What follows belongs to an exercise in optimizing a design on an open flow for small area, a short achievable clock period and few clock cycles; a production flow would make more cautious choices.
RTL that was checked went through simulation tests only; none was proved equivalent to the original.
Only the layout flow was run in runs 1 to 3; the RTL was not checked for function there.
Power is estimated from default activity; no workload was simulated.

<file path="run.sh">
#!/bin/bash
# synth_recipe.tcl (not shown) runs the flow's synth.tcl, then flattens the netlist and writes it again
# the make line also repeats each setting of config.mk as NAME=value (left out here)
make -C /OpenROAD-flow-scripts/flow DESIGN_CONFIG=/design/flow/config.mk WORK_HOME=/design/flow/orfs CLKGATE_MAP_FILE= SYNTH_SCRIPT=/design/flow/synth_recipe.tcl finish
</file>
<file path="config.mk">
export PLATFORM = sky130hd
export DESIGN_NAME = glk_fec
export DESIGN_NICKNAME = glk_fec
export VERILOG_FILES = /design/flow/design.v
export SDC_FILE = /design/flow/constraint.sdc
export NUM_CORES = 4
export LEC_CHECK = 0
export CAP_MARGIN = 20
export CORE_MARGIN = 2
export CORE_UTILIZATION = 40
export SETUP_SLACK_MARGIN = 2.5
export SLEW_MARGIN = 40
</file>
<file path="constraint.sdc">
create_clock -name core_clock -period 5.5 [get_ports {clk}]
set_input_delay 1.1000 -clock core_clock [delete_from_list [all_inputs] [get_ports {clk}]]
set_output_delay 1.1000 -clock core_clock [all_outputs]
set_load 0.01 [all_outputs]
</file>
<file path="design.v">
module glk_scrambler (
    input  wire        clk,
    input  wire        step,       
    input  wire        load,       
    input  wire [57:0] seed,
    output wire [9:0]  ks          
);
    reg  [57:0] state;
    wire [57:0] cur = load ? seed : state;
    assign ks = cur[57:48] ^ cur[38:29];
    always @(posedge clk)
        if (step)
            state <= {cur[47:0], ks};
endmodule
module glk_rs_enc (
    input  wire       clk,
    input  wire       msg,
    input  wire       shift,
    input  wire       msg_n,
    input  wire [9:0] din_n,
    output wire [9:0] par_top
);
    function [9:0] gf10_mul;
        input [9:0] a;
        input [9:0] b;
        reg   [19:0] p;
        integer i;
        begin
            p = 20'd0;
            for (i = 0; i < 10; i = i + 1)
                if (b[i])
                    p = p ^ ({10'd0, a} << i);
            for (i = 19; i >= 10; i = i - 1)
                if (p[i])
                    p = p ^ (20'h00409 << (i - 10));
            gf10_mul = p[9:0];
        end
    endfunction
    localparam [349:0] GEN = {
        10'h366, 10'h3fc, 10'h352, 10'h15b, 10'h23d, 10'h0d7, 10'h066,
        10'h0a7, 10'h308, 10'h27d, 10'h0e9, 10'h1cc, 10'h132, 10'h175,
        10'h0cc, 10'h20d, 10'h242, 10'h37e, 10'h3e3, 10'h2fd, 10'h382,
        10'h2fd, 10'h2e3, 10'h0af, 10'h3df, 10'h07e, 10'h036, 10'h2f3,
        10'h04c, 10'h00e, 10'h37d, 10'h34c, 10'h0a9, 10'h0bb, 10'h07b
    };
    reg  [349:0] par;                     
    reg  [9:0]   fb;                      
    reg  [349:0] nxt;
    assign par_top = par[349:340];
    integer i;
    always @(*) begin
        nxt[9:0] = gf10_mul(fb, GEN[9:0]);
        for (i = 1; i < 35; i = i + 1)
            nxt[10*i +: 10] = par[10*(i-1) +: 10] ^ gf10_mul(fb, GEN[10*i +: 10]);
    end
    always @(posedge clk) begin
        if (msg | shift)
            par <= nxt;
        fb <= (din_n ^ ((msg | shift) ? nxt[349:340] : par[349:340])) & {10{msg_n}};
    end
endmodule
module glk_rs_syn (
    input  wire         clk,
    input  wire         en,
    input  wire         first,
    input  wire [9:0]   din,
    output wire [349:0] syn,      
    output wire         zero
);
    function [9:0] gf10_mul;
        input [9:0] a;
        input [9:0] b;
        reg   [19:0] p;
        integer i;
        begin
            p = 20'd0;
            for (i = 0; i < 10; i = i + 1)
                if (b[i])
                    p = p ^ ({10'd0, a} << i);
            for (i = 19; i >= 10; i = i - 1)
                if (p[i])
                    p = p ^ (20'h00409 << (i - 10));
            gf10_mul = p[9:0];
        end
    endfunction
    localparam [349:0] ROOT = {
        10'h0d1, 10'h26c, 10'h136, 10'h09b, 10'h249, 10'h320, 10'h190,
        10'h0c8, 10'h064, 10'h032, 10'h019, 10'h208, 10'h104, 10'h082,
        10'h041, 10'h224, 10'h112, 10'h089, 10'h240, 10'h120, 10'h090,
        10'h048, 10'h024, 10'h012, 10'h009, 10'h200, 10'h100, 10'h080,
        10'h040, 10'h020, 10'h010, 10'h008, 10'h004, 10'h002, 10'h001
    };
    reg  [349:0] s;
    reg  [349:0] t;                       
    reg  [349:0] nxt;
    reg  [349:0] cmp;                     
    assign syn = s;
    integer j;
    always @(*)
        for (j = 0; j < 35; j = j + 1) begin
            t[10*j +: 10]   = gf10_mul(s[10*j +: 10], ROOT[10*j +: 10]);
            cmp[10*j +: 10] = t[10*j +: 10] ^ din;
            nxt[10*j +: 10] = (t[10*j +: 10] & {10{~first}}) ^ din;
        end
    assign zero = ~|cmp;
    always @(posedge clk)
        if (en)
            s <= nxt;
endmodule
module glk_fec (
    input  wire         clk,
    input  wire         rst,
    input  wire         tx_in_valid,
    output wire         tx_in_ready,
    input  wire [9:0]   tx_in_data,
    input  wire         tx_in_reseed,
    input  wire [57:0]  tx_seed,
    output reg          tx_out_valid,
    output reg  [9:0]   tx_out_data,
    input  wire         rx_in_valid,
    input  wire [9:0]   rx_in_data,
    input  wire         rx_in_reseed,
    input  wire [57:0]  rx_seed,
    output reg          rx_out_valid,
    output reg  [9:0]   rx_out_data,
    output reg          rx_done,
    output wire         rx_ok,
    output wire [349:0] rx_syn
);
    localparam [8:0] N_MSG  = 9'd325;
    localparam [8:0] N_LAST = 9'd359;
    reg  [8:0] tx_cnt;
    reg        tx_rdy;
    reg        tx_fl;
    wire       tx_acc   = tx_in_valid & tx_rdy;
    wire       tx_step  = tx_acc | ~tx_rdy;
    wire       tx_load  = tx_acc & tx_in_reseed & (tx_cnt == 9'd0);
    wire [8:0] tx_cnxt  = (tx_cnt == N_LAST) ? 9'd0 : tx_cnt + 9'd1;
    wire [9:0] tx_ks;
    assign tx_in_ready = tx_rdy;
    glk_scrambler u_tx_scr (
        .clk  (clk),
        .step (tx_step),
        .load (tx_load),
        .seed (tx_seed),
        .ks   (tx_ks)
    );
    reg        tx_v1;                     
    reg        tx_p1;                     
    reg        tx_o1;                     
    reg  [9:0] tx_d1;
    reg  [9:0] tx_k1;
    wire [9:0] tx_ptop;
    glk_rs_enc u_enc (
        .clk     (clk),
        .msg     (tx_v1),
        .shift   (tx_p1),
        .msg_n   (tx_acc & ~rst),
        .din_n   (tx_in_data),
        .par_top (tx_ptop)
    );
    always @(posedge clk) begin
        if (rst) begin
            tx_cnt       <= N_MSG;
            tx_rdy       <= 1'b0;
            tx_fl        <= 1'b1;
            tx_v1        <= 1'b0;
            tx_p1        <= 1'b0;
            tx_o1        <= 1'b0;
            tx_out_valid <= 1'b0;
        end else begin
            if (tx_step) begin
                tx_cnt <= tx_cnxt;
                tx_rdy <= (tx_cnxt < N_MSG);
                if (tx_cnt == N_LAST)
                    tx_fl <= 1'b0;
            end
            tx_v1        <= tx_acc;
            tx_p1        <= ~tx_rdy;
            tx_o1        <= tx_step & ~tx_fl;
            tx_out_valid <= tx_o1;
        end
        tx_d1       <= tx_in_data;
        tx_k1       <= tx_ks;
        tx_out_data <= (tx_p1 ? tx_ptop : tx_d1) ^ tx_k1;
    end
    reg  [8:0] rx_cnt;
    reg  [9:0] rx_d1;
    reg        rx_v1, rx_f1, rx_l1;
    reg        rx_okr;
    wire       rx_first = (rx_cnt == 9'd0);
    wire       rx_load  = rx_in_valid & rx_in_reseed & rx_first;
    wire [9:0] rx_ks;
    wire       rx_zero;
    glk_scrambler u_rx_scr (
        .clk  (clk),
        .step (rx_in_valid),
        .load (rx_load),
        .seed (rx_seed),
        .ks   (rx_ks)
    );
    glk_rs_syn u_syn (
        .clk   (clk),
        .en    (rx_v1),
        .first (rx_f1),
        .din   (rx_d1),
        .syn   (rx_syn),
        .zero  (rx_zero)
    );
    assign rx_ok = rx_okr;
    always @(posedge clk) begin
        if (rst) begin
            rx_cnt       <= 9'd0;
            rx_out_valid <= 1'b0;
            rx_v1        <= 1'b0;
            rx_done      <= 1'b0;
        end else begin
            rx_out_valid <= rx_in_valid & (rx_cnt < N_MSG);
            rx_v1        <= rx_in_valid;
            rx_done      <= rx_v1 & rx_l1;
            if (rx_in_valid)
                rx_cnt <= (rx_cnt == N_LAST) ? 9'd0 : rx_cnt + 9'd1;
        end
        rx_f1       <= rx_first;
        rx_l1       <= (rx_cnt == N_LAST);
        rx_out_data <= rx_in_data ^ rx_ks;
        rx_d1       <= (rx_in_data ^ rx_ks) & {10{rx_in_valid}};
        rx_okr      <= rx_zero;
    end
endmodule
</file>
==> results of run 1 <==
## critical path, stage by stage, from the launching register on
cell and delay, ns:
dfxtp_4 0.58, buf_6 0.42, xnor2_1 0.25, or4_1 0.60
a2111oi_2 0.53, and3_1 0.25, nand4_1 0.11, nor4_2 0.26
## metal layers
metal  vias up  global-route usage [%]  share of wire [%]
li1      14500                       -                  -
met1     16600                    36.0                 39
met2      1606                    45.3                 47
met3       330                    6.14                8.8
met4         0                    11.6                4.8
met5         -                       0                  0
## state kept, by name, summed over array words and instances (netlist names), 9 cells and up
| register | cells |
|---|---|
| u_enc.par | 350 |
| tx_d1 | 10 |
| tx_out_data | 10 |
| u_tx_scr.state | 58 |
| u_enc.fb | 10 |
| tx_k1 | 10 |
| rx_cnt | 9 |
| u_rx_scr.state | 58 |
| tx_cnt | 9 |
| u_syn.s | 350 |
| rx_d1 | 10 |
| rx_out_data | 10 |
## logic make-up (layout without fill, tap and decap cells)
logic type               Yosys count  after routing  synth area share, %
buffers and inverters            200            901                 1.67
AO/OA/AOI/OAI                    144            144                 1.95
XOR/XNOR                        1745           1745                 31.9
AND/OR/NAND/NOR                  779            779                 7.70
multiplexers                     136            136                 3.03
flip-flops                       906            906                 53.7
other                              0              1                    0
adder cells (fa/ha/maj)            4              4                0.102
## path summary, 6_finish.rpt
check / startpoint / end / slack (ns) / cells past startpoint
max: rx_d1[6]$_DFF_P_ / rx_okr$_DFF_P_ / 2.36 / 7
min: rx_l1$_DFF_P_ / rx_done$_SDFF_PP0_ / 0.42 / 2
max reg2reg: rx_d1[6]$_DFF_P_ / rx_okr$_DFF_P_ / 2.36 / 7
min reg2reg: rx_l1$_DFF_P_ / rx_done$_SDFF_PP0_ / 0.42 / 2
## per-stage QoR
| stage | cell area, µm² | utilization [%] | worst slack [ns] | std cells |
|---|---|---|---|---|
| global placement | 56500 | 46.4 | 1.10 | 5983 |
| detailed placement | 56700 | 46.5 | 1.57 | 5984 |
| global route | 60900 | 50.1 | 2.32 | 6241 |
| CTS | 60500 | 49.7 | 2.31 | 6212 |
| finish | 60900 | 50.1 | 2.36 | 6241 |
| floorplan | 49000 | - | 2.41 | 3914 |
## final cells by class
class,instances,area [µm²],area share (%)
antenna,1,2.50,0.00411
clock inverter,65,674,1.11
timing repair buffer,684,6600,10.8
clock buffer,131,2820,4.63
sequential,906,26300,43.2
tap,1625,2030,3.34
timing repair inverter,1,5.00,0.00821
multi-input combinational,2808,22400,36.7
inverter,20,93.8,0.154
## placed cells by master (no fill, tap or decap), types with 10 or more instances in the layout
cell | synthesis | layout
edfxtp_1 | 816 | 816
clkinv_1 | 0 | 24
and3_1 | 26 | 25
dfxtp_1 | 90 | 75
buf_12 | 0 | 13
and2_1 | 17 | 17
dlygate4sd2_1 | 0 | 42
nor2_1 | 339 | 339
xnor2_1 | 1203 | 1182
clkdlybuf4s50_1 | 0 | 470
bufinv_16 | 0 | 11
nand4_1 | 27 | 27
xor2_1 | 511 | 497
clkbuf_1 | 93 | 15
inv_1 | 15 | 13
xor2_4 | 2 | 10
o21ai_0 | 13 | 12
clkbuf_16 | 0 | 104
a21oi_1 | 38 | 38
nand3_1 | 32 | 31
o21ai_1 | 11 | 12
or4_1 | 16 | 16
mux2_2 | 99 | 99
nand2_1 | 85 | 84
buf_4 | 6 | 143
clkbuf_8 | 0 | 12
or3_1 | 14 | 14
xor2_2 | 10 | 16
o22ai_1 | 10 | 10
nor2b_1 | 55 | 54
mux2i_1 | 37 | 36
nand2b_1 | 58 | 58
clkinv_2 | 0 | 20
xnor2_2 | 9 | 24
nor3_1 | 57 | 57
nor4_1 | 23 | 22
## power groups by stage
stage	combinational (mW)	clock, mW	sequential (mW)
2_1_floorplan	8.42	0	12.3
3_3_place_gp	12.6	0	12.9
3_5_place_dp	12.7	0	12.9
4_1_cts	12.9	7.29	12.7
5_1_grt	13.9	7.55	12.9
6_report	13.2	7.18	12.7
## repair_timing
item | 4_1_cts | 5_1_grt
pin swaps | 0 | 3
cloned | 1 | 0
endpoints found under the setup margin | 112 | 51
buffers inserted | 31 | 28
resized for setup | 60 | 36
==> summary.md, run 1 <==
| Metric | Value |
|---|---|
| Status | `finished clean` |
| Share of layout cells above drive strength 1 | `11.3%` |
| Critical path type | `reg -> reg` |
| Starting Density | `40.3%` |
| Total negative slack | `0 ns` |
| Worst-path clk slew | `0.07 ns` |
| Async S/R FF share, synth | `0%` |
| Row count | `128` |
| Minimum clock period | `3.14 ns` |
| CTS tree | `yes` |
| Post-DRT Antenna Nets | `0` |
| Internal power | `21.0 mW` |
| F_max | `319 MHz` |
| Slew @ Worst Pin | `0.950 ns` |
| Maximum capacitance violations | `0` |
| GRT Total Usage | `27.9%` |
| Clk_skew | `0.0351 ns` |
| Final Hold Viols | `0` |
| Gate power share | `39.8%` |
| Final setup violation count | `0` |
| Fillers | `10,800` |
| Pwr Density | `542 nW/µm²` |
| Setup repair after global routing missed its margin | `yes` |
| DRC | `0` |
| Count leader, synth | `xnor2_1` |
| Crit Path Max Fanout | `22` |
| DRT Pass-1 Iters | `5` |
| Total power | `33.1 mW` |
| # IOs | `517` |
| Switching Power | `12.0 mW` |
| Synth area leader | `edfxtp_1` |
| Total number of vias | `33,000` |
| GP Congestion | `0.958` |
| PortBufs | `516` |
| Root Buffer Master | `clkbuf_16` |
| Layout area overhead | `24.4%` |
| CTS Hold Bufs | `0` |
| Mapped Nets | `4,060` |
| Die W | `354 µm` |
| Cell Area, Synth | `49,000 µm²` |
| Max rail drop VDD | `0.320 mV` |
| DR iter-0 viols | `3,800` |
| Clk sinks | `906` |
| Final hold slack | `0.417 ns` |
| EDFF count, synth | `816` |
| Crit share post-route | `57.0%` |
| Synth top area share | `50.0%` |
| Sw Share | `36.3%` |
| Sequential cell area fraction in the yosys report | `53.7%` |
| Die footprint | `125,000 µm²` |
| Vias in the first global route | `31,900` |
| Clock buffer depth | `3` |
| Syn Inst Count | `3,914` |
| Global-route wire length before repair | `248 mm` |
| CP Launch Type | `register` |
| Clock power frac | `21.7%` |
| # H-tree levels | `3` |
| Core Region | `122,000 µm²` |
| Synth Flop Type | `edfxtp_1` |
| Synth cell count leaders | `1,203 x xnor2_1, 816 x edfxtp_1, 511 x xor2_1` |
| Crit. End Element | `register` |
| TritonCTS buffer count | `103` |
| Sequential power share | `38.5%` |
| Remaining global-route overflow | `0` |
| #FFs+latches synth | `906` |
| Static Leak | `21.2 nW` |
| DR WL/cell | `28.8 µm` |
| CP Data Required Time | `6.13 ns` |
| Mean Syn Cell Area | `12.5 µm²` |
| Final #Nets | `4,670` |
| Worst skew pair latency | `0.71 ns` |
| Largest net degree at the start of global routing | `149` |
| Final HPWL DP | `130 mm` |
| Critical Path AT | `3.76 ns` |
| Final wirelength | `180 mm` |
| Area contributors post-synth | `edfxtp_1 50%, xnor2_1 22%, xor2_1 9.1%` |
| Yosys cell types | `68` |
| Routed vias/inst | `5.28` |
| Worst min path class | `reg -> reg` |
| Initial antenna violation count | `3` |
| Max-slew violation count | `0` |
| YS warnings | `4` |
| Max-slew headroom | `36.2%` |
| Die Ht | `354 µm` |
==> inputs of run 2 (changes only) <==
--- a/design.v
+++ b/design.v
@@ -16,8 +16,7 @@
     input  wire       clk,
     input  wire       msg,
     input  wire       shift,
-    input  wire       msg_n,
-    input  wire [9:0] din_n,
+    input  wire [9:0] din,
     output wire [9:0] par_top
 );
     function [9:0] gf10_mul;
@@ -44,19 +43,15 @@
         10'h04c, 10'h00e, 10'h37d, 10'h34c, 10'h0a9, 10'h0bb, 10'h07b
     };
     reg  [349:0] par;                     
-    reg  [9:0]   fb;                      
-    reg  [349:0] nxt;
+    wire [9:0]   fb = (din ^ par[349:340]) & {10{msg}};
     assign par_top = par[349:340];
     integer i;
-    always @(*) begin
-        nxt[9:0] = gf10_mul(fb, GEN[9:0]);
-        for (i = 1; i < 35; i = i + 1)
-            nxt[10*i +: 10] = par[10*(i-1) +: 10] ^ gf10_mul(fb, GEN[10*i +: 10]);
-    end
     always @(posedge clk) begin
-        if (msg | shift)
-            par <= nxt;
-        fb <= (din_n ^ ((msg | shift) ? nxt[349:340] : par[349:340])) & {10{msg_n}};
+        if (msg | shift) begin
+            par[9:0] <= gf10_mul(fb, GEN[9:0]);
+            for (i = 1; i < 35; i = i + 1)
+                par[10*i +: 10] <= par[10*(i-1) +: 10] ^ gf10_mul(fb, GEN[10*i +: 10]);
+        end
     end
 endmodule
 module glk_rs_syn (
@@ -91,18 +86,13 @@
         10'h040, 10'h020, 10'h010, 10'h008, 10'h004, 10'h002, 10'h001
     };
     reg  [349:0] s;
-    reg  [349:0] t;                       
     reg  [349:0] nxt;
-    reg  [349:0] cmp;                     
     assign syn = s;
     integer j;
     always @(*)
-        for (j = 0; j < 35; j = j + 1) begin
-            t[10*j +: 10]   = gf10_mul(s[10*j +: 10], ROOT[10*j +: 10]);
-            cmp[10*j +: 10] = t[10*j +: 10] ^ din;
-            nxt[10*j +: 10] = (t[10*j +: 10] & {10{~first}}) ^ din;
-        end
-    assign zero = ~|cmp;
+        for (j = 0; j < 35; j = j + 1)
+            nxt[10*j +: 10] = gf10_mul(s[10*j +: 10] & {10{~first}}, ROOT[10*j +: 10]) ^ din;
+    assign zero = ~|nxt;
     always @(posedge clk)
         if (en)
             s <= nxt;
@@ -155,8 +145,7 @@
         .clk     (clk),
         .msg     (tx_v1),
         .shift   (tx_p1),
-        .msg_n   (tx_acc & ~rst),
-        .din_n   (tx_in_data),
+        .din     (tx_d1),
         .par_top (tx_ptop)
     );
     always @(posedge clk) begin
@@ -185,7 +174,6 @@
         tx_out_data <= (tx_p1 ? tx_ptop : tx_d1) ^ tx_k1;
     end
     reg  [8:0] rx_cnt;
-    reg  [9:0] rx_d1;
     reg        rx_v1, rx_f1, rx_l1;
     reg        rx_okr;
     wire       rx_first = (rx_cnt == 9'd0);
@@ -203,7 +191,7 @@
         .clk   (clk),
         .en    (rx_v1),
         .first (rx_f1),
-        .din   (rx_d1),
+        .din   (rx_out_data),
         .syn   (rx_syn),
         .zero  (rx_zero)
     );
@@ -224,7 +212,6 @@
         rx_f1       <= rx_first;
         rx_l1       <= (rx_cnt == N_LAST);
         rx_out_data <= rx_in_data ^ rx_ks;
-        rx_d1       <= (rx_in_data ^ rx_ks) & {10{rx_in_valid}};
         rx_okr      <= rx_zero;
     end
 endmodule
--- a/config.mk
+++ b/config.mk
@@ -8,5 +8,4 @@
 export CAP_MARGIN = 20
 export CORE_MARGIN = 2
 export CORE_UTILIZATION = 40
-export SETUP_SLACK_MARGIN = 2.5
 export SLEW_MARGIN = 40
==> summary.md, run 2 <==
| Metric | Value |
|---|---|
| Worst Hold Launch | `rx_l1$_DFF_P_` |
| Worst reg-to-reg path cell count | `8 (+1)` |
| Final setup violation count | `0 (unchanged)` |
| Worst min path class | `reg -> reg` |
| Crit share post-route | `81.0% (+24 points)` |
| Worst hold stages | `2 (unchanged)` |
| Max rail drop VDD | `0.341 mV (+6.7%)` |
| Worst slack at placement | `1.09 ns (-0.488 ns)` |
| Post-CTS Repair Setup Buffers | `0 (-100%)` |
| Vias in the first global route | `30,600 (-4.1%)` |
| Routed vias/inst | `5.20 (-1.6%)` |
| YS warnings | `4 (unchanged)` |
| Mean Syn Cell Area | `12.9 µm² (+3.1%)` |
| Area contributors post-synth | `edfxtp_1 50%, xnor2_1 17%, xor2_1 11%` |
| Minimum clock period | `4.45 ns (+1.32 ns)` |
| Status | `finished clean` |
| Maximum capacitance violations | `0 (unchanged)` |
| GRT Total Usage | `26.1% (-1.8 points)` |
| Synth top area share | `50.1% (+0.095 points)` |
| Clk_skew | `0.0226 ns (-0.0125 ns)` |
| Count leader, synth | `xnor2_1` |
| Row count | `128 (unchanged)` |
| Die W | `354 µm (about the same)` |
| PortBufs | `516 (unchanged)` |
| Layout area overhead | `22.2%` |
| CTS tree | `yes` |
| DR WL/cell | `27.6 µm (-4.4%)` |
| EDFF count, synth | `816 (unchanged)` |
| Setup repair after global routing missed its margin | `no` |
| Crit. End Element | `register` |
| Post-DRT Antenna Nets | `0 (unchanged)` |
| Total negative slack | `0 ns (unchanged)` |
| Post-CTS resize count | `0 (-100%)` |
| Syn Inst Count | `3,790 (-3.2%)` |
| Mapped Nets | `3,936 (-3.1%)` |
| Final wirelength | `167 mm (-7.4%)` |
| Final #Nets | `4,476 (-4.2%)` |
| Async S/R FF share, synth | `0% (unchanged)` |
| Die footprint | `125,000 µm² (-0.19%)` |
| Clock buffer depth | `3 (unchanged)` |
| Largest regs | `u_enc.par x350, u_syn.s x350` |
| Cell Area, Synth | `48,900 µm² (-0.19%)` |
| Max-slew violation count | `0 (unchanged)` |
| Synth area leader | `edfxtp_1` |
| DRC | `0 (unchanged)` |
| Synth Flop Type | `edfxtp_1` |
| Worst-path clk slew | `0.06 ns (about the same)` |
| Pwr Density | `554 nW/µm² (+2.2%)` |
| Remaining global-route overflow | `0 (unchanged)` |
| Reg-to-reg startpoint | `rx_out_data[1]$_DFF_P_` |
| Crit Path Max Fanout | `33 (+50%)` |
| Slew @ Worst Pin | `0.994 ns (+0.0440 ns)` |
| Commonest non-fill, non-tap cell in the layout | `xnor2_1` |
| Sequential cell area fraction in the yosys report | `53.0% (-0.72 points)` |
| Synth cell count leaders | `942 x xnor2_1, 816 x edfxtp_1, 589 x xor2_1` |
| #FFs+latches synth | `886 (-2.2%)` |
| Starting Density | `40.2% (about the same)` |
| CTS Hold Bufs | `0 (unchanged)` |
| Initial antenna violation count | `8 (+5)` |
| Max-slew headroom | `32.0% (-4.2 points)` |
| Final HPWL DP | `122 mm (-6.2%)` |
| Largest net degree at the start of global routing | `143 (-4.0%)` |
| Worst Hold End | `rx_done$_SDFF_PP0_` |
| Core Region | `122,000 µm² (-0.13%)` |
| Most frequent cells in the layout | `937 x xnor2_1, 816 x edfxtp_1, 578 x xor2_1` |
| GP Congestion | `0.899 (-6.1%)` |
| CP Launch Type | `register` |
| Die Ht | `354 µm (about the same)` |
| # H-tree levels | `3 (unchanged)` |
| Fillers | `10,700 (-0.78%)` |
| Critical path type | `reg -> reg` |
| Reg2Reg Capture Point | `rx_okr$_DFF_P_` |
| Critical Path AT | `5.09 ns (+1.33 ns)` |
| DR iter-0 viols | `3,601 (-5.2%)` |
| Share of layout cells above drive strength 1 | `9.60% (-1.7 points)` |
| Final hold slack | `0.410 ns (-0.00735 ns)` |
| Root Buffer Master | `clkbuf_16` |
| Worst skew pair latency | `0.70 ns (about the same)` |
| Total number of vias | `31,400 (-4.7%)` |
| Final Hold Viols | `0 (unchanged)` |
| Yosys cell types | `70 (+2.9%)` |
| Static Leak | `20.9 nW (-1.2%)` |
| Global-route wire length before repair | `234 mm (-5.9%)` |
| Clk sinks | `886 (-2.2%)` |
| F_max | `225 MHz (-30%)` |
| CP Launch Point | `rx_out_data[1]$_DFF_P_` |
| # IOs | `517 (unchanged)` |
| TritonCTS buffer count | `100 (-2.9%)` |
| Final setup margin | `1.05 ns (-1.32 ns)` |
| CP Data Required Time | `6.14 ns (about the same)` |
| FF-to-FF setup slack | `1.05 ns (-1.32 ns)` |
| DRT Pass-1 Iters | `5 (unchanged)` |
[run 2: worst max path at each step]
| stage | endpoint | slack [ns] | depth (start not counted) |
|---|---|---|---|
| finish | rx_okr$_DFF_P_ | 1.05 | 8 |
| detailed placement | rx_okr$_DFF_P_ | 1.09 | 8 |
| CTS | rx_okr$_DFF_P_ | 1.05 | 8 |
| global route | rx_okr$_DFF_P_ | 1.14 | 8 |
| floorplan | u_syn.s[0]$_DFFE_PP_ | 0.58 | 0 |
| global placement | rx_okr$_DFF_P_ | 0.84 | 8 |
[run 2: cell type report]
class	count	area, µm²	share of cell area [%]
tap	1625	2030	3.40
multi-input combinational	2711	22400	37.5
inverter	19	71.3	0.119
clock buffer	134	2700	4.52
sequential	886	25900	43.4
clock inverter	54	500	0.837
antenna	2	5.00	0.00837
timing repair buffer	612	6080	10.2
[run 2: worst max-delay path, cell delays in order, from the launching register on]
cell,delay (ns)
dfxtp_4,0.77
buf_4,0.56
nor3_1,0.14
nor4_2,0.68
nand4_1,0.39
nor4bb_1,0.85
nand4_1,0.20
nor4_1,0.48
and4_1,0.26
[run 2: kinds of logic after synthesis]
logic type / after synthesis / synth area share [%]
and+or+nand+nor: 757 / 7.78
AOI/OAI and AO/OA: 163 / 2.11
DFF: 886 / 53.0
xor gates and xnor gates: 1635 / 32.0
muxes: 152 / 3.34
adders and majority gates: 4 / 0.102
buffers and inverters: 193 / 1.65
[run 2: per-layer routing]
layer	up-vias	track usage (%)	part of all wire, %
met3	259	6.12	8.1
met5	-	0	0.027
li1	14100	-	-
met4	8	9.27	3.7
met1	15700	33.9	41
met2	1356	42.5	48
[run 2: report_power, final]
| part | internal, mW | switching, mW |
|---|---|---|
| sequential | 11.2 | 2.09 |
| clock | 3.79 | 2.88 |
| combinational | 6.05 | 7.11 |
[run 2: stage by stage]
step	area, µm²	utilization [%]	instances	power (mW)
floorplan	48900	-	3790	21.5
global placement	56300	46.3	5848	26.3
detailed placement	56500	46.5	5850	26.4
CTS	59700	49.1	6038	33.2
global route	59800	49.2	6043	34.6
finish	59800	49.2	6043	33.1
==> inputs of run 3 (changes only) <==
--- a/config.mk
+++ b/config.mk
@@ -5,7 +5,9 @@
 export SDC_FILE = /design/flow/constraint.sdc
 export NUM_CORES = 4
 export LEC_CHECK = 0
+export ABC_CLOCK_PERIOD_IN_PS = 2500
 export CAP_MARGIN = 20
 export CORE_MARGIN = 2
 export CORE_UTILIZATION = 40
+export SETUP_SLACK_MARGIN = 3.0
 export SLEW_MARGIN = 40
==> summary.md, run 3 <==
| Metric | Value |
|---|---|
| Maximum capacitance violations | `0 (unchanged)` |
| CP Launch Type | `register` |
| Largest net degree at the start of global routing | `134 (-6.3%)` |
| Slew @ Worst Pin | `0.908 ns (-0.0866 ns)` |
| Row count | `128 (unchanged)` |
| Final #Nets | `5,321 (+19%)` |
| Crit share post-route | `53.1% (-28 points)` |
| Critical path type | `reg -> reg` |
| Largest regs | `u_enc.par x350, u_syn.s x350` |
| Remaining global-route overflow | `0 (unchanged)` |
| CP Data Required Time | `6.14 ns (about the same)` |
| Final HPWL DP | `124 mm (+1.1%)` |
| PortBufs | `516 (unchanged)` |
| Final setup violation count | `0 (unchanged)` |
| Mapped Nets | `3,936 (unchanged)` |
| Area contributors post-synth | `edfxtp_1 50%, xnor2_1 17%, xor2_1 11%` |
| Max-slew headroom | `38.9% (+6.9 points)` |
| Worst-path clk slew | `0.07 ns (about the same)` |
| YS warnings | `4 (unchanged)` |
| Setup repair after global routing missed its margin | `yes` |
| TritonCTS buffer count | `103 (+3.0%)` |
| Synth cell count leaders | `942 x xnor2_1, 816 x edfxtp_1, 589 x xor2_1` |
| Core Region | `122,000 µm² (unchanged)` |
| CTS Hold Bufs | `0 (unchanged)` |
| Max-slew violation count | `0 (unchanged)` |
| Crit Path Max Fanout | `3 (-91%)` |
| DR iter-0 viols | `4,066 (+13%)` |
| Worst slack at placement | `1.74 ns (+0.654 ns)` |
| Layout area overhead | `44.6%` |
| Async S/R FF share, synth | `0% (unchanged)` |
| Crit. End Element | `register` |
| Synth top area share | `50.1% (unchanged)` |
| Post-DRT Antenna Nets | `0 (unchanged)` |
| Clk_skew | `0.0477 ns (+0.0251 ns)` |
| Vias in the first global route | `35,200 (+15%)` |
| Total negative slack | `0 ns (unchanged)` |
| #FFs+latches synth | `886 (unchanged)` |
| Worst skew pair latency | `0.73 ns (+0.03 ns)` |
| Final setup margin | `2.58 ns (+1.54 ns)` |
| DRT Pass-1 Iters | `5 (unchanged)` |
| Initial antenna violation count | `6 (-2)` |
| EDFF count, synth | `816 (unchanged)` |
| Critical Path AT | `3.56 ns (-1.53 ns)` |
| Final wirelength | `195 mm (+17%)` |
| Most frequent cells in the layout | `816 x edfxtp_1, 794 x xnor2_1, 634 x buf_4` |
| Slowest cell on the critical path | `or4_4` |
| Total number of vias | `36,600 (+16%)` |
| Minimum clock period | `2.92 ns (-1.54 ns)` |
| Pwr Density | `545 nW/µm² (-1.7%)` |
| Synth Flop Type | `edfxtp_1` |
| # IOs | `517 (unchanged)` |
| Top cell family by delay on the critical path | `simple AND/OR/NAND/NOR gates` |
| Die W | `354 µm (unchanged)` |
| Max rail drop VDD | `0.331 mV (-3.0%)` |
| Starting Density | `40.2% (unchanged)` |
| Root Buffer Master | `clkbuf_16` |
| Static Leak | `27.3 nW (+31%)` |
| F_max | `343 MHz (+53%)` |
| Synth area leader | `edfxtp_1` |
| Die Ht | `354 µm (unchanged)` |
| Slowest stage delay, CP | `0.60 ns (-0.25 ns)` |
| DRC | `0 (unchanged)` |
| DR WL/cell | `28.3 µm (+2.7%)` |
| Mean Syn Cell Area | `12.9 µm² (unchanged)` |
| Worst path cell trace | `buf_4, xnor3_1, nor2_1, xnor2_1, nor3_1, nand4_1, or4_4, nor4b_2, and4_1` |
| Global-route wire length before repair | `264 mm (+13%)` |
| CTS tree | `yes` |
| # H-tree levels | `3 (unchanged)` |
| Die footprint | `125,000 µm² (unchanged)` |
| Clk sinks | `886 (unchanged)` |
| Worst min path class | `reg -> reg` |
| Routed vias/inst | `5.32 (+2.2%)` |
| WP buf/inv | `1 (unchanged)` |
| Sequential cell area fraction in the yosys report | `53.0% (unchanged)` |
| Final Hold Viols | `0 (unchanged)` |
| Status | `finished clean` |
| GRT Total Usage | `29.5% (+3.5 points)` |
| Count leader, synth | `xnor2_1` |
| GP Congestion | `0.912 (+1.5%)` |
| Syn Inst Count | `3,790 (unchanged)` |
| Share of layout cells above drive strength 1 | `36.2% (+27 points)` |
| Cell Area, Synth | `48,900 µm² (unchanged)` |
| Yosys cell types | `70 (unchanged)` |
| Commonest non-fill, non-tap cell in the layout | `edfxtp_1` |
| Clock buffer depth | `3 (unchanged)` |
==> run 3: changes by cell type in the layout (fill, tap and decap cells not counted), sizes merged <==
cell / change
clkinv: +2
nand3: +1
clkdlybuf4s15: +38
bufinv: +5
bufbuf: +3
clkbuf: +6
clkinvlp: +1
clkdlybuf4s50: -375
buf: +1148
diode: +1
or2: +1
dlygate4sd2: +11
inv: -1
==> run 3: cells by family after synthesis <==
family / synth area share (%)
xor+xnor: 32.0
flops: 53.0
simple gates: 7.78
buf+inv: 1.65
compound gates: 2.11
mux: 3.34
fa+ha+maj: 0.102
==> run 3: area by class of cell <==
cell class / count / area [µm²]
Tap cell: 1625 / 2030
Antenna cell: 3 / 7.51
Sequential cell: 886 / 26000
Timing Repair Buffer: 1452 / 13300
Clock inverter: 61 / 662
Inverter: 19 / 91.3
Multi-Input combinational cell: 2713 / 25800
Clock buffer: 125 / 2790
Fill cell: 9509 / 50900
==> run 3: final timing paths <==
path | from | end | slack [ns] | cells after the start
hold / removal | tx_fl$_SDFFE_PP1P_ | tx_o1$_SDFF_PP0_ | 0.42 | 1
setup reg to reg | u_syn.s[293]$_DFFE_PP_ | rx_okr$_DFF_P_ | 2.58 | 9
hold reg to reg | tx_fl$_SDFFE_PP1P_ | tx_o1$_SDFF_PP0_ | 0.42 | 1
setup / recovery | u_syn.s[293]$_DFFE_PP_ | rx_okr$_DFF_P_ | 2.58 | 9
==> run 3: timing repair <==
item                                    in CTS  in global routing
cloned                                       5                  2
pin swaps                                   83                137
gates resized for setup                   1878                404
setup buffers                              677                168
endpoints found under the setup margin     794                467
==> run 3: routing by layer <==
layer | wire length, µm | vias to the layer above | track usage, %
li1 | - | 15700 | -
met1 | 73200 | 18300 | 37.8
met2 | 91000 | 2074 | 47.5
met3 | 17200 | 503 | 5.60
met4 | 13300 | 2 | 15.6
met5 | 13 | - | 0
==> run 3: worst register-to-register path: cells and delay by family (launching register included) <==
kind | cells | cell delay, ns
flops | 1 | 0.44
xor+xnor | 2 | 0.47
simple gates | 6 | 1.78
buf+inv | 1 | 0.17
==> run 3: stage by stage <==
step                utilization (%)  instance area, µm²  hold WS (ns)  cells  total power [mW]
finish                         58.2               70700         0.422   6884              38.5
global route                   58.2               70700         0.454   6883              39.8
CTS                            55.4               67300         0.422   6711              36.5
detailed placement             46.5               56600         0.413   5843              26.6
global placement               46.4               56400         0.406   5840              26.4
floorplan                         -               49200         0.394   3790              21.5
==> run 3: where the power goes <==
| part | switching, mW | total [mW] | internal [mW] |
|---|---|---|---|
| logic | 9.82 | 18.6 | 8.83 |
| clock network | 3.01 | 7.18 | 4.17 |
| registers | 1.51 | 12.7 | 11.2 |
| total | 14.3 | 38.5 | 24.2 |
==> inputs of run 4 (changes only) <==
--- a/design.v
+++ b/design.v
@@ -12,11 +12,27 @@
         if (step)
             state <= {cur[47:0], ks};
 endmodule
+module glk_scrambler_ld (
+    input  wire        clk,
+    input  wire        step,       
+    input  wire        load,       
+    input  wire [57:0] seed,
+    output wire [9:0]  ks          
+);
+    reg  [57:0] state;
+    assign ks = state[57:48] ^ state[38:29];
+    always @(posedge clk)
+        if (load)
+            state <= seed;
+        else if (step)
+            state <= {state[47:0], ks};
+endmodule
 module glk_rs_enc (
     input  wire       clk,
     input  wire       msg,
     input  wire       shift,
-    input  wire [9:0] din,
+    input  wire       msg_n,
+    input  wire [9:0] din_n,
     output wire [9:0] par_top
 );
     function [9:0] gf10_mul;
@@ -43,15 +59,19 @@
         10'h04c, 10'h00e, 10'h37d, 10'h34c, 10'h0a9, 10'h0bb, 10'h07b
     };
     reg  [349:0] par;                     
-    wire [9:0]   fb = (din ^ par[349:340]) & {10{msg}};
+    reg  [9:0]   fb;                      
+    reg  [349:0] nxt;
     assign par_top = par[349:340];
     integer i;
+    always @(*) begin
+        nxt[9:0] = gf10_mul(fb, GEN[9:0]);
+        for (i = 1; i < 35; i = i + 1)
+            nxt[10*i +: 10] = par[10*(i-1) +: 10] ^ gf10_mul(fb, GEN[10*i +: 10]);
+    end
     always @(posedge clk) begin
-        if (msg | shift) begin
-            par[9:0] <= gf10_mul(fb, GEN[9:0]);
-            for (i = 1; i < 35; i = i + 1)
-                par[10*i +: 10] <= par[10*(i-1) +: 10] ^ gf10_mul(fb, GEN[10*i +: 10]);
-        end
+        if (msg | shift)
+            par <= nxt;
+        fb <= (din_n ^ ((msg | shift) ? nxt[349:340] : par[349:340])) & {10{msg_n}};
     end
 endmodule
 module glk_rs_syn (
@@ -60,7 +80,7 @@
     input  wire         first,
     input  wire [9:0]   din,
     output wire [349:0] syn,      
-    output wire         zero
+    output wire [9:0]   zero
 );
     function [9:0] gf10_mul;
         input [9:0] a;
@@ -86,13 +106,27 @@
         10'h040, 10'h020, 10'h010, 10'h008, 10'h004, 10'h002, 10'h001
     };
     reg  [349:0] s;
+    reg  [349:0] t;                       
     reg  [349:0] nxt;
     assign syn = s;
     integer j;
     always @(*)
-        for (j = 0; j < 35; j = j + 1)
-            nxt[10*j +: 10] = gf10_mul(s[10*j +: 10] & {10{~first}}, ROOT[10*j +: 10]) ^ din;
-    assign zero = ~|nxt;
+        for (j = 0; j < 35; j = j + 1) begin
+            t[10*j +: 10]   = gf10_mul(s[10*j +: 10], ROOT[10*j +: 10]);
+            nxt[10*j +: 10] = (t[10*j +: 10] & {10{~first}}) ^ din;
+        end
+    reg  [9:0] all1, all0;
+    integer k;
+    always @(*)
+        for (k = 0; k < 10; k = k + 1) begin
+            all1[k] = 1'b1;
+            all0[k] = 1'b1;
+            for (j = 0; j < 35; j = j + 1) begin
+                all1[k] = all1[k] &  t[10*j + k];
+                all0[k] = all0[k] & ~t[10*j + k];
+            end
+        end
+    assign zero = (din & all1) | (~din & all0);
     always @(posedge clk)
         if (en)
             s <= nxt;
@@ -124,28 +158,28 @@
     reg        tx_fl;
     wire       tx_acc   = tx_in_valid & tx_rdy;
     wire       tx_step  = tx_acc | ~tx_rdy;
-    wire       tx_load  = tx_acc & tx_in_reseed & (tx_cnt == 9'd0);
+    wire       tx_load  = tx_acc & tx_in_reseed & (tx_cnt == 9'd0) & ~rst;
     wire [8:0] tx_cnxt  = (tx_cnt == N_LAST) ? 9'd0 : tx_cnt + 9'd1;
     wire [9:0] tx_ks;
     assign tx_in_ready = tx_rdy;
-    glk_scrambler u_tx_scr (
-        .clk  (clk),
-        .step (tx_step),
-        .load (tx_load),
-        .seed (tx_seed),
-        .ks   (tx_ks)
-    );
     reg        tx_v1;                     
     reg        tx_p1;                     
     reg        tx_o1;                     
     reg  [9:0] tx_d1;
-    reg  [9:0] tx_k1;
     wire [9:0] tx_ptop;
+    glk_scrambler_ld u_tx_scr (
+        .clk  (clk),
+        .step (tx_v1 | tx_p1),
+        .load (tx_load),
+        .seed (tx_seed),
+        .ks   (tx_ks)
+    );
     glk_rs_enc u_enc (
         .clk     (clk),
         .msg     (tx_v1),
         .shift   (tx_p1),
-        .din     (tx_d1),
+        .msg_n   (tx_acc & ~rst),
+        .din_n   (tx_in_data),
         .par_top (tx_ptop)
     );
     always @(posedge clk) begin
@@ -170,16 +204,16 @@
             tx_out_valid <= tx_o1;
         end
         tx_d1       <= tx_in_data;
-        tx_k1       <= tx_ks;
-        tx_out_data <= (tx_p1 ? tx_ptop : tx_d1) ^ tx_k1;
+        tx_out_data <= (tx_p1 ? tx_ptop : tx_d1) ^ tx_ks;
     end
     reg  [8:0] rx_cnt;
+    reg  [9:0] rx_d1;
     reg        rx_v1, rx_f1, rx_l1;
-    reg        rx_okr;
+    reg  [4:0] rx_okr;                    
     wire       rx_first = (rx_cnt == 9'd0);
     wire       rx_load  = rx_in_valid & rx_in_reseed & rx_first;
     wire [9:0] rx_ks;
-    wire       rx_zero;
+    wire [9:0] rx_zero;
     glk_scrambler u_rx_scr (
         .clk  (clk),
         .step (rx_in_valid),
@@ -191,11 +225,11 @@
         .clk   (clk),
         .en    (rx_v1),
         .first (rx_f1),
-        .din   (rx_out_data),
+        .din   (rx_d1),
         .syn   (rx_syn),
         .zero  (rx_zero)
     );
-    assign rx_ok = rx_okr;
+    assign rx_ok = &rx_okr;
     always @(posedge clk) begin
         if (rst) begin
             rx_cnt       <= 9'd0;
@@ -212,6 +246,7 @@
         rx_f1       <= rx_first;
         rx_l1       <= (rx_cnt == N_LAST);
         rx_out_data <= rx_in_data ^ rx_ks;
-        rx_okr      <= rx_zero;
-    end
-endmodule
+        rx_d1       <= (rx_in_data ^ rx_ks) & {10{rx_in_valid}};
+        rx_okr      <= rx_zero[9:5] & rx_zero[4:0];
+    end
+endmodule
==> flow/run.sh (new file) <==
#!/bin/bash
# Standard layout, with smaller port buffers and a clock tree without dummy
# loads.  Each tool's output goes to a log file in this folder.
export BUFFER_PORTS_ARGS="-buffer_cell sky130_fd_sc_hd__buf_1"
export CTS_ARGS="-sink_clustering_enable -repair_clock_nets -dont_use_dummy_load -sink_clustering_size 20 -sink_clustering_max_diameter 100"
bash standard.sh > standard.log 2>&1
==> standard.sh (new file) <==
#!/bin/bash
# synth_recipe.tcl (not shown) runs the flow's synth.tcl, then flattens the netlist and writes it again
# the make line also repeats each setting of config.mk as NAME=value (left out here)
make -C /OpenROAD-flow-scripts/flow DESIGN_CONFIG=/design/flow/config.mk WORK_HOME=/design/flow/orfs CLKGATE_MAP_FILE= SYNTH_SCRIPT=/design/flow/synth_recipe.tcl "${@:-finish}"
--- a/config.mk
+++ b/config.mk
@@ -5,7 +5,6 @@
 export SDC_FILE = /design/flow/constraint.sdc
 export NUM_CORES = 4
 export LEC_CHECK = 0
-export ABC_CLOCK_PERIOD_IN_PS = 2500
 export CAP_MARGIN = 20
 export CORE_MARGIN = 2
 export CORE_UTILIZATION = 40
removed: run.sh
==> summary.md, run 4 <==
| Metric | Value |
|---|---|
| Status | `finished clean` |
| Final setup violation count | `0 (unchanged)` |
| CTS Hold Bufs | `0 (unchanged)` |
| Row count | `126 (-1.6%)` |
| TritonCTS buffer count | `52 (-50%)` |
| Sequential cell area fraction in the yosys report | `55.0% (+2.0 points)` |
| Mean Syn Cell Area | `13.1 µm² (+1.3%)` |
| Synth cell count leaders | `1,060 x xnor2_1, 816 x edfxtp_1, 558 x xor2_1` |
| Synth area leader | `edfxtp_1` |
| Vias in the first global route | `30,500 (-13%)` |
| DRC | `0 (unchanged)` |
| Remaining global-route overflow | `0 (unchanged)` |
| PortBufs | `516 (unchanged)` |
| Fin area | `57,300 µm² (-19%)` |
| Core Region | `118,000 µm² (-2.9%)` |
| Worst min path class | `reg -> reg` |
| Worst skew pair latency | `0.70 ns (-0.03 ns)` |
| Crit Path Max Fanout | `3 (unchanged)` |
| DR iter-0 viols | `3,552 (-13%)` |
| Max-slew violation count | `0 (unchanged)` |
| Total number of vias | `31,800 (-13%)` |
| Crit. End Element | `register` |
| Final #Nets | `4,589 (-14%)` |
| M1 GR Usage | `34.2% (-3.6 points)` |
| Starting Density | `40.3% (+0.088 points)` |
| Largest net degree at the start of global routing | `136 (+1.5%)` |
| Most frequent cells in the layout | `981 x xnor2_1, 816 x edfxtp_1, 522 x xor2_1` |
| Synth top area share | `51.5% (+1.4 points)` |
| Count leader, synth | `xnor2_1` |
| Die Ht | `349 µm (-1.3%)` |
| Final Hold Viols | `0 (unchanged)` |
| Commonest non-fill, non-tap cell in the layout | `xnor2_1` |
| Yosys cell types | `50 (-29%)` |
| CP Data Required Time | `6.06 ns (-0.08 ns)` |
| DR WL/cell | `27.7 µm (-2.0%)` |
| Initial antenna violation count | `5 (-1)` |
| Critical Path AT | `3.23 ns (-0.33 ns)` |
| Routing usage on met3 | `3.64% (-2.0 points)` |
| Die footprint | `122,000 µm² (-2.6%)` |
| GRT Total Usage | `26.4% (-3.1 points)` |
| Setup repair after global routing missed its margin | `yes` |
| Fillers | `10,500 (+10%)` |
| Clock buffer depth | `3 (unchanged)` |
| CP Launch Point | `u_syn.s[170]$_DFFE_PP_` |
| Cell Area, Synth | `47,600 µm² (-2.6%)` |
| Worst-path clk slew | `0.09 ns (+0.02 ns)` |
| EDFF count, synth | `816 (unchanged)` |
| Synth Flop Type | `edfxtp_1` |
| CP Launch Type | `register` |
| Max-slew headroom | `38.9% (about the same)` |
| Final wirelength | `166 mm (-15%)` |
| Layout area overhead | `20.3%` |
| Die W | `349 µm (-1.3%)` |
| Minimum clock period | `2.67 ns (-0.249 ns)` |
| Slew @ Worst Pin | `0.916 ns (+0.00862 ns)` |
| Reg-to-reg startpoint | `u_syn.s[170]$_DFFE_PP_` |
| # H-tree levels | `2 (-1)` |
| Total negative slack | `0 ns (unchanged)` |
| Met2 GRT Util | `43.7% (-3.9 points)` |
| Crit share post-route | `48.5% (-4.5 points)` |
| Max rail drop VDD | `0.258 mV (-22%)` |
| F_max | `375 MHz (+9.3%)` |
| Async S/R FF share, synth | `0% (unchanged)` |
| Global-route wire length before repair | `229 mm (-13%)` |
| Pwr Density | `509 nW/µm² (-6.5%)` |
| Root Buffer Master | `clkbuf_16` |
| Critical path type | `reg -> reg` |
| YS warnings | `5 (+1)` |
| Final HPWL DP | `119 mm (-3.7%)` |
| Syn Inst Count | `3,643 (-3.9%)` |
| CTS tree | `yes` |
| Clk_skew | `0.0839 ns (+0.0362 ns)` |
| DRT Pass-1 Iters | `7 (+2)` |
| # IOs | `517 (unchanged)` |
| Worst Hold Launch | `rx_l1$_DFF_P_` |
| Area contributors post-synth | `edfxtp_1 51%, xnor2_1 20%, xor2_1 10%` |
| #FFs+latches synth | `900 (+1.6%)` |
| Busiest layer in global routing | `met2` |
| Routed vias/inst | `5.32 (+0.12%)` |
| GP Congestion | `0.980 (+7.4%)` |
| Post-DRT Antenna Nets | `0 (unchanged)` |
| Maximum capacitance violations | `0 (unchanged)` |
| Static Leak | `20.1 nW (-26%)` |
| Clk sinks | `900 (+1.6%)` |
| Mapped Nets | `3,789 (-3.7%)` |
| Share of layout cells above drive strength 1 | `18.5% (-18 points)` |
| Placed Area | `52,100 µm² (-7.9%)` |
| Largest regs | `u_enc.par x350, u_syn.s x350` |
## run 4: repair_timing
| item | CTS | global route |
|---|---|---|
| pin swaps | 21 | 20 |
| cloned | 6 | 0 |
| endpoints found under the setup margin | 789 | 219 |
| setup buffers | 163 | 99 |
| gates resized for setup | 214 | 124 |
## run 4: metal layers
metal	wire [µm]	part of all wire, %
met4	9610	5.8
met1	64500	39
met2	78600	47
met3	13100	7.9
met5	27	0.016
## run 4: where the power goes
part | leakage (nW) | total (mW) | internal [mW] | switching [mW]
combinational | 11.0 | 13.0 | 5.56 | 7.42
clock | 0.641 | 3.96 | 1.68 | 2.28
sequential | 8.54 | 12.2 | 10.8 | 1.40
total | 20.1 | 29.2 | 18.0 | 11.1
## run 4: cell families (layout without fill, tap and decap cells)
group / count (synthesis) / in the layout / share of synthesized area (%)
muxes: 126 / 126 / 2.90
adders and majority gates: 4 / 4 / 0.105
xor gates and xnor gates: 1674 / 1674 / 32.1
AOI/OAI and AO/OA: 46 / 46 / 0.604
other: 0 / 4 / 0
and+or+nand+nor: 743 / 747 / 7.94
DFF: 900 / 900 / 55.0
buffers and inverters: 150 / 944 / 1.36
## run 4: final timing paths
kind              slack (ns)            endpoint  cells after the start
hold reg to reg         0.43  rx_done$_SDFF_PP0_                      2
setup / recovery        2.83   rx_okr[2]$_DFF_P_                      7
setup reg to reg        2.83   rx_okr[2]$_DFF_P_                      7
hold / removal          0.43  rx_done$_SDFF_PP0_                      2
## run 4: layout make-up
class | count | area [µm²] | share of cell area [%]
inverter | 6 | 48.8 | 0.0852
timing repair inverter | 1 | 8.76 | 0.0153
antenna | 4 | 10.0 | 0.0175
timing repair buffer | 885 | 5290 | 9.24
clock buffer | 52 | 1300 | 2.27
multi-input combinational | 2597 | 22400 | 39.2
sequential | 900 | 26200 | 45.8
tap | 1536 | 1920 | 3.36
## run 4: through the flow
step | hold slack (ns) | std cells | total power [mW] | worst slack (ns) | util [%]
CTS | 0.432 | 5878 | 28.8 | 2.70 | 47.3
finish | 0.430 | 5981 | 29.2 | 2.83 | 48.5
global route | 0.449 | 5978 | 30.3 | 2.87 | 48.5
floorplan | 0.398 | 3643 | 19.9 | 2.41 | -
global placement | 0.410 | 5649 | 23.9 | 1.47 | 43.9
detailed placement | 0.420 | 5657 | 24.1 | 1.95 | 44.1
## run 4: worst max-delay path: stages, from the launching register on
cell and delay (ns):
edfxtp_1 0.54, buf_4 0.21, xnor2_2 0.21, nand4_1 0.21, nor4_1 0.31, nand4_1 0.32, or4_1 0.55, a22oi_1 0.18
Testbench counts of run 4, summed over its fixed seeds: cycles 46,376.
==> inputs of run 5 (changes only) <==
--- a/config.mk
+++ b/config.mk
@@ -8,5 +8,5 @@
 export CAP_MARGIN = 20
 export CORE_MARGIN = 2
 export CORE_UTILIZATION = 40
-export SETUP_SLACK_MARGIN = 3.0
+export SETUP_SLACK_MARGIN = 2.7
 export SLEW_MARGIN = 40
==> summary.md, run 5 <==
| Metric | Value |
|---|---|
| Status | `finished clean` |
| Largest net degree at the start of global routing | `154 (+13%)` |
| TritonCTS buffer count | `52 (unchanged)` |
| Minimum clock period | `2.85 ns (+0.180 ns)` |
| Commonest non-fill, non-tap cell in the layout | `xnor2_1` |
| Worst Hold Launch | `tx_fl$_SDFFE_PP1P_` |
| F_max | `351 MHz (-6.3%)` |
| Worst-path clk slew | `0.09 ns (about the same)` |
| Global-route wire length before repair | `222 mm (-3.1%)` |
| Row count | `126 (unchanged)` |
| Starting Density | `40.3% (unchanged)` |
| Critical path type | `reg -> reg` |
| Area contributors post-synth | `edfxtp_1 51%, xnor2_1 20%, xor2_1 10%` |
| Max rail drop VDD | `0.311 mV (+21%)` |
| Static Leak | `18.2 nW (-9.8%)` |
| Worst min path class | `reg -> reg` |
| DRC | `0 (unchanged)` |
| Crit share post-route | `51.8% (+3.3 points)` |
| Die Ht | `349 µm (unchanged)` |
| GRT Total Usage | `25.6% (-0.84 points)` |
| Worst Hold End | `tx_o1$_SDFF_PP0_` |
| Pwr Density | `524 nW/µm² (+2.8%)` |
| Total negative slack | `0 ns (unchanged)` |
| Crit. End Element | `register` |
| Final HPWL DP | `119 mm (-0.18%)` |
| Die footprint | `122,000 µm² (unchanged)` |
| Final wirelength | `161 mm (-2.7%)` |
| Final setup violation count | `0 (unchanged)` |
| CP Data Required Time | `6.06 ns (about the same)` |
| Vias in the first global route | `29,300 (-3.9%)` |
| Final setup margin | `2.65 ns (-0.180 ns)` |
| Reg2Reg Capture Point | `rx_okr[4]$_DFF_P_` |
| Remaining global-route overflow | `0 (unchanged)` |
| Core Region | `118,000 µm² (unchanged)` |
| # H-tree levels | `2 (unchanged)` |
| Largest regs | `u_enc.par x350, u_syn.s x350` |
| Cell Area, Synth | `47,600 µm² (unchanged)` |
| Mean Syn Cell Area | `13.1 µm² (unchanged)` |
| Mapped Nets | `3,789 (unchanged)` |
| Root Buffer Master | `clkbuf_16` |
| Clk sinks | `900 (unchanged)` |
| Critical Path AT | `3.40 ns (+0.17 ns)` |
| FF-to-FF setup slack | `2.65 ns (-0.18 ns)` |
| Final Hold Viols | `0 (unchanged)` |
| Worst hold stages | `1 (-1)` |
| Maximum capacitance violations | `0 (unchanged)` |
| Synth area leader | `edfxtp_1` |
| Crit Path Max Fanout | `3 (unchanged)` |
| Synth Flop Type | `edfxtp_1` |
| Max-slew headroom | `37.4% (-1.5 points)` |
| CTS Hold Bufs | `0 (unchanged)` |
| Syn Inst Count | `3,643 (unchanged)` |
| Reg-to-reg startpoint | `u_syn.s[79]$_DFFE_PP_` |
| Final #Nets | `4,332 (-5.6%)` |
| YS warnings | `5 (unchanged)` |
| CTS tree | `yes` |
| GP Congestion | `0.962 (-1.8%)` |
| Total number of vias | `30,600 (-4.0%)` |
| Count leader, synth | `xnor2_1` |
| # IOs | `517 (unchanged)` |
| Routed vias/inst | `5.34 (+0.36%)` |
| Layout area overhead | `13.3%` |
| Most frequent cells in the layout | `1,034 x xnor2_1, 816 x edfxtp_1, 544 x xor2_1` |
| CP Launch Type | `register` |
| Max-slew violation count | `0 (unchanged)` |
| Clock buffer depth | `3 (unchanged)` |
| Sequential cell area fraction in the yosys report | `55.0% (unchanged)` |
| DR WL/cell | `28.2 µm (+1.7%)` |
| Synth top area share | `51.5% (unchanged)` |
| DRT Pass-1 Iters | `6 (-1)` |
| DR iter-0 viols | `3,844 (+8.2%)` |
| Synth cell count leaders | `1,060 x xnor2_1, 816 x edfxtp_1, 558 x xor2_1` |
| N_diodes | `0 (-4)` |
| Worst skew pair latency | `0.67 ns (-0.03 ns)` |
| Die W | `349 µm (unchanged)` |
| Initial antenna violation count | `4 (-1)` |
| Worst slack at placement | `1.99 ns (+0.0412 ns)` |
| #FFs+latches synth | `900 (unchanged)` |
| Async S/R FF share, synth | `0% (unchanged)` |
| Share of layout cells above drive strength 1 | `9.06% (-9.5 points)` |
| Slew @ Worst Pin | `0.932 ns (+0.0153 ns)` |
| Post-DRT Antenna Nets | `0 (unchanged)` |
| Setup repair after global routing missed its margin | `yes` |
| PortBufs | `516 (unchanged)` |
| Yosys cell types | `50 (unchanged)` |
| EDFF count, synth | `816 (unchanged)` |
| Clk_skew | `0.0587 ns (-0.0252 ns)` |
| Worst reg-to-reg path cell count | `6 (-1)` |
[run 5: cell count changes in the layout (fill, tap and decap cells not counted), moves of 9 or more]
cell      delta
buf_1       +73
buf_12       -9
buf_2       -40
buf_4      -235
buf_6       -22
clkbuf_2    -20
nor4_1      +12
xnor2_1     +53
xnor2_2     -46
xor2_1      +22
xor2_2      -12
xor2_4      -10
[run 5: worst max path at each step]
| stage | slack, ns | cells past startpoint | end | startpoint |
|---|---|---|---|---|
| floorplan | 2.41 | 0 | u_syn.s[0]$_DFFE_PP_ | rx_v1$_SDFF_PP0_ |
| CTS | 2.70 | 8 | u_enc.par[123]$_DFFE_PN_ | u_enc.fb[5]$_DFF_P_ |
| detailed placement | 1.99 | 6 | u_enc.par[4]$_DFFE_PN_ | u_enc.fb[5]$_DFF_P_ |
| global route | 2.64 | 7 | u_enc.par[215]$_DFFE_PN_ | u_enc.fb[9]$_DFF_P_ |
| finish | 2.65 | 6 | rx_okr[4]$_DFF_P_ | u_syn.s[79]$_DFFE_PP_ |
| global placement | 1.44 | 6 | u_tx_scr.state[8]$_DFFE_PP_ | rst |
[run 5: timing repair]
action | 4_1_cts | 5_1_grt
gates cloned | 1 | 2
hold endpoints to repair | 0 | 0
gates resized for setup | 33 | 20
setup endpoints to repair | 236 | 321
buffers inserted | 11 | 11
pin swaps | 4 | 4
[run 5: power breakdown]
part	switching, mW	internal, mW
clock	2.28	1.68
combinational	6.93	4.99
sequential	1.55	10.8
total	10.8	17.5
[run 5: logic make-up after synthesis]
logic type / share of synthesized area (%)
mux: 2.90
fa+ha+maj: 0.105
compound gates: 0.604
buf+inv: 1.36
xor+xnor: 32.1
flops: 55.0
simple gates: 7.94
[run 5: stage by stage]
step | total power, mW | utilization (%) | cell area (µm²) | hold slack [ns] | std cells
2_1_floorplan | 19.9 | - | 47600 | 0.398 | 3643
4_1_cts | 28.2 | 45.4 | 53700 | 0.434 | 5706
3_5_place_dp | 24.1 | 44.1 | 52000 | 0.415 | 5642
3_3_place_gp | 23.8 | 43.8 | 51700 | 0.408 | 5636
5_1_grt | 29.4 | 45.7 | 53900 | 0.452 | 5720
6_report | 28.2 | 45.7 | 53900 | 0.435 | 5720
[run 5: routing by layer]
layer	routed length [µm]	track usage, %
met1	64000	33.0
met2	78200	43.1
met3	11700	3.70
met4	7520	10.4
met5	0	0
[run 5: worst max-delay path, cell delays in order (launching register included)]
cell      delay, ns
edfxtp_1       0.51
xnor2_1        0.46
nand4_1        0.15
nor4_1         0.60
nand4_1        0.38
or3_1          0.48
a22oi_1        0.15
[run 5: final cells by class]
cell class | count | area [µm²]
flip-flops and latches | 900 | 26200
repair inverters | 1 | 8.76
clock buffers | 52 | 1300
fillers | 10800 | 64100
inverters | 6 | 48.8
repair buffers | 630 | 3030
well taps | 1536 | 1920
multi-input cells | 2595 | 21400
==> inputs of run 6 (changes only) <==
==> config.mk (replaced) <==
export PLATFORM = sky130hd
export DESIGN_NAME = glk_fec
export DESIGN_NICKNAME = glk_fec
export VERILOG_FILES = /design/flow/design.v
export SDC_FILE = /design/flow/constraint.sdc
export NUM_CORES = 4
export LEC_CHECK = 0
export CAP_MARGIN = 0
export CORE_MARGIN = 2
export CORE_UTILIZATION = 40
export SETUP_SLACK_MARGIN = 2.9
export SLEW_MARGIN = 0
==> summary.md, run 6 <==
| Metric | Value |
|---|---|
| Status | `finished clean` |
| Total area of sequential cells | `26,200 µm² (about the same)` |
| PortBufs | `516 (unchanged)` |
| Worst-path clk slew | `0.09 ns (about the same)` |
| Die Ht | `349 µm (unchanged)` |
| Final #Nets | `4,370 (+0.88%)` |
| Minimum clock period | `2.74 ns (-0.108 ns)` |
| Total negative slack | `0 ns (unchanged)` |
| Placed Instances | `5,643 (+0.018%)` |
| DR WL/cell | `28.2 µm (about the same)` |
| Static Leak | `18.5 nW (+2.0%)` |
| Largest regs | `u_enc.par x350, u_syn.s x350` |
| Global-route wire length before repair | `224 mm (+1.0%)` |
| Commonest non-fill, non-tap cell in the layout | `xnor2_1` |
| CP Data Required Time | `6.10 ns (+0.04 ns)` |
| Starting Density | `40.3% (unchanged)` |
| Setup repair after global routing missed its margin | `yes` |
| Internal power | `17.7 mW (+1.0%)` |
| Max-slew headroom | `31.2% (-6.3 points)` |
| GRT Total Usage | `25.8% (+0.22 points)` |
| Placed Area | `51,700 µm² (-0.61%)` |
| Count leader, synth | `xnor2_1` |
| Root Buffer Master | `clkbuf_16` |
| Crit. End Element | `register` |
| Switching Power | `10.9 mW (+1.3%)` |
| Core Region | `118,000 µm² (unchanged)` |
| TritonCTS buffer count | `52 (unchanged)` |
| Cell Area, Synth | `47,600 µm² (unchanged)` |
| # H-tree levels | `2 (unchanged)` |
| Clock power frac | `13.9% (about the same)` |
| Critical Path AT | `3.34 ns (-0.06 ns)` |
| Yosys cell types | `50 (unchanged)` |
| Mapped Nets | `3,789 (unchanged)` |
| Max rail drop VDD | `0.300 mV (-3.5%)` |
| Crit share post-route | `49.8% (-2.0 points)` |
| Share of layout cells above drive strength 1 | `10.9% (+1.9 points)` |
| Post-DRT Antenna Nets | `0 (unchanged)` |
| Crit Path Max Fanout | `4 (+1)` |
| Gate power share | `43.0% (+0.8 points)` |
| YS warnings | `5 (unchanged)` |
| Clk sinks | `900 (unchanged)` |
| Fillers | `10,700 (-0.32%)` |
| Most frequent cells in the layout | `1,021 x xnor2_1, 816 x edfxtp_1, 536 x xor2_1` |
| Die W | `349 µm (unchanged)` |
| Total power | `28.6 mW (+1.1%)` |
| Area of the multi-input gates | `21,900 µm² (+2.1%)` |
| CTS Hold Bufs | `0 (unchanged)` |
| GP Congestion | `0.951 (-1.2%)` |
| Sequential cell area fraction in the yosys report | `55.0% (unchanged)` |
| DRC | `0 (unchanged)` |
| Clk_skew | `0.0562 ns (-0.00251 ns)` |
| Fin area | `54,700 µm² (+1.5%)` |
| Layout area overhead | `15.0%` |
| Slew @ Worst Pin | `1.03 ns (+0.101 ns)` |
| Initial antenna violation count | `2 (-2)` |
| Remaining global-route overflow | `0 (unchanged)` |
| Critical path type | `reg -> reg` |
| Clock buffer depth | `3 (unchanged)` |
| Synth top area share | `51.5% (unchanged)` |
| Vias in the first global route | `29,600 (+1.3%)` |
| Worst skew pair latency | `0.69 ns (+0.02 ns)` |
| Sequential power share | `43.1% (-0.7 points)` |
| Sw Share | `38.2% (+0.077 points)` |
| Synth area leader | `edfxtp_1` |
| Final setup violation count | `0 (unchanged)` |
| EDFF count, synth | `816 (unchanged)` |
| DRT Pass-1 Iters | `9 (+3)` |
| Async S/R FF share, synth | `0% (unchanged)` |
| Mean Syn Cell Area | `13.1 µm² (unchanged)` |
| F_max | `365 MHz (+3.9%)` |
| Total number of vias | `30,800 (+0.79%)` |
| DR iter-0 viols | `3,548 (-7.7%)` |
| # IOs | `517 (unchanged)` |
| Row count | `126 (unchanged)` |
| Final Hold Viols | `0 (unchanged)` |
| Maximum capacitance violations | `0 (unchanged)` |
| Die footprint | `122,000 µm² (unchanged)` |
| #FFs+latches synth | `900 (unchanged)` |
| Worst min path class | `reg -> reg` |
| Largest net degree at the start of global routing | `178 (+16%)` |
| Synth Flop Type | `edfxtp_1` |
| CTS tree | `yes` |
| CP Launch Type | `register` |
| Layout Cells excl Fill | `5,759 (+0.68%)` |
| Pwr Density | `522 nW/µm² (-0.36%)` |
| Final HPWL DP | `117 mm (-1.3%)` |
| Area contributors post-synth | `edfxtp_1 51%, xnor2_1 20%, xor2_1 10%` |
| Synth cell count leaders | `1,060 x xnor2_1, 816 x edfxtp_1, 558 x xor2_1` |
| Syn Inst Count | `3,643 (unchanged)` |
| Final wirelength | `162 mm (+0.69%)` |
| Routed vias/inst | `5.35 (+0.10%)` |
| Max-slew violation count | `0 (unchanged)` |
## run 6: cell types whose count changed in the layout (fill, tap and decap cells not counted), sizes merged
cell    before  now
buf        629  660
bufbuf       0    1
diode        0    1
nand2       43   44
nand3       33   35
clkbuf      53   56
## run 6: worst max-delay path, stage by stage, from the launching register on
cell      delay [ns]
edfxtp_1        0.51
xor2_1          0.23
xnor2_2         0.54
nand4_1         0.17
nor4_1          0.79
nand3_1         0.19
a22oi_1         0.24
## run 6: metrics by stage
stage               setup WS, ns  util [%]  hold slack (ns)
finish                      2.76      46.4            0.431
global route                2.83      46.4            0.460
CTS                         2.84      45.9            0.431
detailed placement          1.53      43.8            0.421
global placement            1.54      43.8            0.410
floorplan                   2.41         -            0.398
## run 6: worst paths after layout
| kind | start | endpoint | slack, ns | cells after the start |
|---|---|---|---|---|
| worst min register to register | rx_l1$_DFF_P_ | rx_done$_SDFF_PP0_ | 0.43 | 2 |
| worst max-delay path | u_syn.s[308]$_DFFE_PP_ | rx_okr[3]$_DFF_P_ | 2.76 | 6 |
| worst max register to register | u_syn.s[308]$_DFFE_PP_ | rx_okr[3]$_DFF_P_ | 2.76 | 6 |
| worst min-delay path | rx_l1$_DFF_P_ | rx_done$_SDFF_PP0_ | 0.43 | 2 |
## run 6: kinds of logic (layout without fill, tap and decap cells)
family / Yosys count / in the layout / share of synthesized area (%)
XOR/XNOR: 1674 / 1674 / 32.1
flip-flops: 900 / 900 / 55.0
other: 0 / 1 / 0
multiplexers: 126 / 126 / 2.90
adder cells (fa/ha/maj): 4 / 4 / 0.105
buffers and inverters: 150 / 724 / 1.36
AO/OA/AOI/OAI: 46 / 46 / 0.604
AND/OR/NAND/NOR: 743 / 748 / 7.94
## run 6: timing repair
action                                  4_1_cts  5_1_grt
pin swaps                                    16       11
buffers inserted                             37       18
cloned                                        5        3
endpoints found under the setup margin      675      169
endpoints found under the hold margin         0        0
gates resized for setup                     120       52
## run 6: power by group through the flow
stage / Clock (mW) / Sequential [mW] / Combinational [mW]
2_1_floorplan: 0 / 12.0 / 7.94
3_3_place_gp: 0 / 12.4 / 11.4
3_5_place_dp: 0 / 12.4 / 11.6
4_1_cts: 4.06 / 12.3 / 12.0
5_1_grt: 4.26 / 12.5 / 13.0
6_report: 3.97 / 12.3 / 12.3
## run 6: cell type report
cell class	count	area share [%]
Sequential cell	900	47.9
Multi-Input combinational cell	2598	39.9
Timing Repair Buffer	665	6.15
Tap cell	1536	3.51
Clock buffer	52	2.38
Inverter	6	0.0892
Timing Repair inverter	1	0.0160
Antenna cell	1	0.00457
## run 6: metal layers
metal | wire [µm] | part of all wire [%] | GRT usage (%) | up-vias
li1 | - | - | - | 13500
met1 | 64600 | 40 | 33.7 | 15500
met2 | 77400 | 48 | 42.8 | 1460
met3 | 11800 | 7.3 | 3.29 | 299
met4 | 8660 | 5.3 | 12.0 | 2
met5 | 13 | 0.0080 | 0 | -

## afterwards: timing with drivers on the ports
Ports are ideal in the flow. The routed layouts listed here were re-timed in OpenROAD.
Step 1 sets driving cells, clkbuf_16 on the clock port and buf_2 on the other inputs (assumed; they add their load-dependent delay and slew).
Step 2 moves the port delays by t, midway between the first and last clock arrival at a register: inputs arrive t later, outputs are due t later. That takes back most of the time a late clock gives input paths.
Three values: no drivers, after step 1, after step 2; two values: the first two.
run | t (ns) | setup slack, ns | worst setup path after step 2
run 1 | 0.766 | 2.362 / 2.362 / 1.964 | input to register
run 2 | 0.760 | 1.046 / 1.046 / 1.046 | register to register
run 3 | 0.778 | 2.581 / 2.581 / 2.300 | input to register
run 4 | 0.729 | 2.830 / 2.813 / 2.618 | input to register
run 5 | 0.714 | 2.651 / 2.651 / 2.187 | input to register
run 6 | 0.739 | 2.758 / 2.758 / 2.427 | input to register
After both steps every run listed still meets setup and hold. The setup slack of run 5, which loses most, moves by 0.000 ns with the drivers and by -0.464 ns with both steps.
